This is an optimization exercise on Yosys and OpenROAD, whose aim is small area, a short achievable clock period and few clock cycles per item, not a production implementation. Function was checked by simulation only, so behaviour that the tests miss may differ from the original. Power and IR drop assume default switching activity.

## west
## pack_enc
module pack_enc (
    input  wire        clk,
    input  wire        rst,
    input  wire        in_valid,
    output wire        in_ready,
    input  wire [15:0] in_pix,      
    input  wire [15:0] in_up,       
    input  wire        in_first,    
    input  wire        in_last,     
    input  wire        in_noprev,   
    input  wire        in_eos,      
    output wire        out_valid,
    input  wire        out_ready,
    output wire [31:0] out_data,
    output wire        out_last
);
    localparam N  = 67;            
    localparam DQ = 4;             
    integer i;
    reg rst_r;
    always @(posedge clk)
        rst_r <= rst;
    reg        rdy_r;               
    reg        full_r;              
    reg [15:0] p0_D;                
    reg        p0_cga, p0_cla;      
    reg        p0v;
    reg [15:0] p0_A, p0_B, p0_Ap, p0_Bp;
    reg        p0_f, p0_n;          
    reg        p0_l, p0_e;          
    reg [5:0]  acnt;                
    wire        take = in_valid & ~full_r;
    wire [16:0] dAB  = {1'b0, p0_A} - {1'b0, p0_B};   
    wire        p0_be = p0_l | (acnt == 6'd63);      
    wire        p0_se = p0_l & p0_e;                 
    wire        gt_ab = p0_Ap > p0_B;
    wire        hi    = p0_cga & (p0_Bp >= p0_B);    
    wire        lo    = p0_cla & (p0_Bp <= p0_B);    
    wire        med_a = hi ? ~gt_ab : (lo &  gt_ab);
    wire        med_b = hi ?  gt_ab : (lo & ~gt_ab);
  ...
Settings: LEC_CHECK=0, CAP_MARGIN=20, CORE_MARGIN=2, CORE_UTILIZATION=40, SLEW_MARGIN=20; clock period 16.0 ns.
standard.sh (not shown) runs the stock make flow with config.mk's settings and CLKGATE_MAP_FILE= SYNTH_SCRIPT=/design/flow/synth_recipe.tcl, a recipe that flattens the netlist after the stock synthesis.
==> flow/flow/run.sh <==
#!/bin/bash
# The standard layout, with faster port buffers, larger clock sink clusters, no dummy clock
# loads, and timing repair aimed at a 11.6 ns slack margin.
set -euo pipefail
export BUFFER_PORTS_ARGS="-buffer_cell sky130_fd_sc_hd__buf_4"
export CTS_ARGS="-sink_clustering_enable -repair_clock_nets -dont_use_dummy_load -sink_clustering_size 28 -sink_clustering_max_diameter 80"
export SETUP_SLACK_MARGIN=11.6
bash standard.sh > standard.log 2>&1
Testbench counts of west, summed over its fixed seeds: cycles 77,553, items 76,898.
## Diff of input files: south against west
--- a/flow/flow/run.sh
+++ b/flow/flow/run.sh
@@ -2,2 +2 @@
-# The standard layout, with faster port buffers, larger clock sink clusters, no dummy clock
-# loads, and timing repair aimed at a 11.6 ns slack margin.
+# The standard layout, with faster port buffers, larger clock sink clusters and no dummy clock loads.
@@ -7 +5,0 @@
-export SETUP_SLACK_MARGIN=11.6
--- a/flow/config.mk
+++ b/flow/config.mk
@@ -10 +10 @@
-export CORE_UTILIZATION = 40
+export CORE_UTILIZATION = 60
Between south and west, the area after synthesis does not differ in any meaningful way.
Compared with west, south shows overall power after layout that has gone down by a few percent.
Per the comparison of south with west, wire length decreased by 1.5% relative to the old numbers; starting utilization of the core area went up.
Looking at clock tree cell share of total cell area, south sits below west.
The switching power of the nets of south falls short of that of west by about 3%.
Diff west -> south | number of non-clock buffers | decrease of 4
Per the comparison of south with west, area of all placed cells without fillers fell by 1500 sq um, met1 usage rose 12 points.


P:
pack_enc again, from the RTL that the note above started with.
==> flow/config.mk <==
export PLATFORM = sky130hd
export DESIGN_NAME = pack_enc
export DESIGN_NICKNAME = pack_enc
export VERILOG_FILES = /design/flow/design.v
export SDC_FILE = /design/flow/constraint.sdc
export NUM_CORES = 4
export LEC_CHECK = 0
export CAP_MARGIN = 20
export CORE_MARGIN = 2
export CORE_UTILIZATION = 40
export SLEW_MARGIN = 20
==> flow/constraint.sdc <==
create_clock -name core_clock -period 16.0 [get_ports {clk}]
set_input_delay 3.2000 -clock core_clock [delete_from_list [all_inputs] [get_ports {clk}]]
set_output_delay 3.2000 -clock core_clock [all_outputs]
set_load 0.01 [all_outputs]
==> flow/flow/run.sh <==
#!/bin/bash
# The standard layout, with faster port buffers, larger clock sink clusters and no dummy clock loads.
set -euo pipefail
export BUFFER_PORTS_ARGS="-buffer_cell sky130_fd_sc_hd__buf_4"
export CTS_ARGS="-sink_clustering_enable -repair_clock_nets -dont_use_dummy_load -sink_clustering_size 34 -sink_clustering_max_diameter 70"
bash standard.sh > standard.log 2>&1
P reached the final stage; the timing, design-rule and antenna checks on its layout passed.
Testbench counts of P, summed over its fixed seeds: cycles 77,553, items 76,898.
Changes in Q relative to P:
==> flow/flow/run.sh <==
#!/bin/bash
# The standard layout, with faster port buffers, larger clock sink clusters, no dummy clock
# loads, and timing repair aimed at a 11.9 ns slack margin.
set -euo pipefail
export BUFFER_PORTS_ARGS="-buffer_cell sky130_fd_sc_hd__buf_4"
export CTS_ARGS="-sink_clustering_enable -repair_clock_nets -dont_use_dummy_load -sink_clustering_size 28 -sink_clustering_max_diameter 80"
export SETUP_SLACK_MARGIN=11.9
bash standard.sh > standard.log 2>&1
### Flow results
Every stage of the flow completed for Q, and the final layout passed the timing, design-rule and antenna checks. On Q: setup slack is 0.013 ns higher than what P gave. [Q] clock-buffer cell count fell 13% relative to P. Of Q and P, it is Q that has the higher register-to-register setup slack. Share of layout cells above drive strength 1 ended up 0.36 points higher on Q than on P. Q: endpoint arrival time on the critical path 0.02 ns below P. On post-CTS resize count: between P and Q, it ends up lower for P. Share of the clock period used by the worst path after layout: Q vs P, no meaningful difference. Q vs. P: global placer's final weighted congestion grew by 0.026; final design utilization now sits at about the same level. Q ended up with a higher slew at the pin closest to its max-slew limit than P did.
Modified inputs, R compared to Q
==> flow/flow/run.sh <==
#!/bin/bash
# The standard layout, with faster port buffers, larger clock sink clusters and no dummy clock loads.
set -euo pipefail
export BUFFER_PORTS_ARGS="-buffer_cell sky130_fd_sc_hd__buf_4"
export CTS_ARGS="-sink_clustering_enable -repair_clock_nets -dont_use_dummy_load -sink_clustering_size 28 -sink_clustering_max_diameter 80"
bash standard.sh > standard.log 2>&1
### Flow results
For R and Q, there was not a single run that failed to finish clean. Q → R: final standard cell area without fillers decreased 0.41%; growth of design area from synthesis to finish decreased 0.44 points; sequential cell area essentially unchanged; sum of met2 wire segment lengths after detailed routing essentially unchanged; sequential share of layout area increased 0.19 points. R: number of non-clock buffers is 7 lower than what Q reported. Q reports its critical path capture point as out_data[25] while R reports in_ready. Compared with Q, R shows a first-pass GRT wire length that is about 0.6% higher. Initial antenna violation count, R and Q: lower on R. The first element of the critical path comes out w0[25] in one run and rdy_r in the other, namely in Q and R respectively. The ratio of final minimum period to clock period was comparable across R and Q. R vs Q on global-route total usage across every layer: R is the higher one.

afterwards: timing with drivers on the ports:
No port has a modelled driver above. Below, the same layouts with a new extraction and two added sets of constraints.
Step 1 sets driving cells, clkbuf_16 on the clock port and buf_2 on the other inputs (assumed; they add their load-dependent delay and slew).
Step 2 times the ports against the registers' clock, not the clock port: input delays grow and output delays shrink by t, the midpoint of the rising clock arrivals with the driver on.
Slacks: ideal ports / drivers / drivers and shift; pairs: ideal ports / drivers.
run	t (ns)	setup WS [ns]	latest minus earliest clock arrival (ns)	worst slew at a driven data input, ns	cell pins on the clock port's net
west	0.766	11.493 / 11.416 / 11.002	0.125 / 0.126	0.08	1
south	0.744	11.547 / 11.477 / 10.909	0.101 / 0.101	0.09	1
P	0.780	11.504 / 11.426 / 10.950	0.113 / 0.113	0.08	1
Q	0.760	11.517 / 11.437 / 11.287	0.098 / 0.099	0.06	1
R	0.770	11.517 / 11.438 / 10.937	0.109 / 0.109	0.08	1
After both steps every run listed still meets setup and hold. The setup slack of south, which loses most, moves by -0.070 ns with the drivers and by -0.638 ns with both steps.
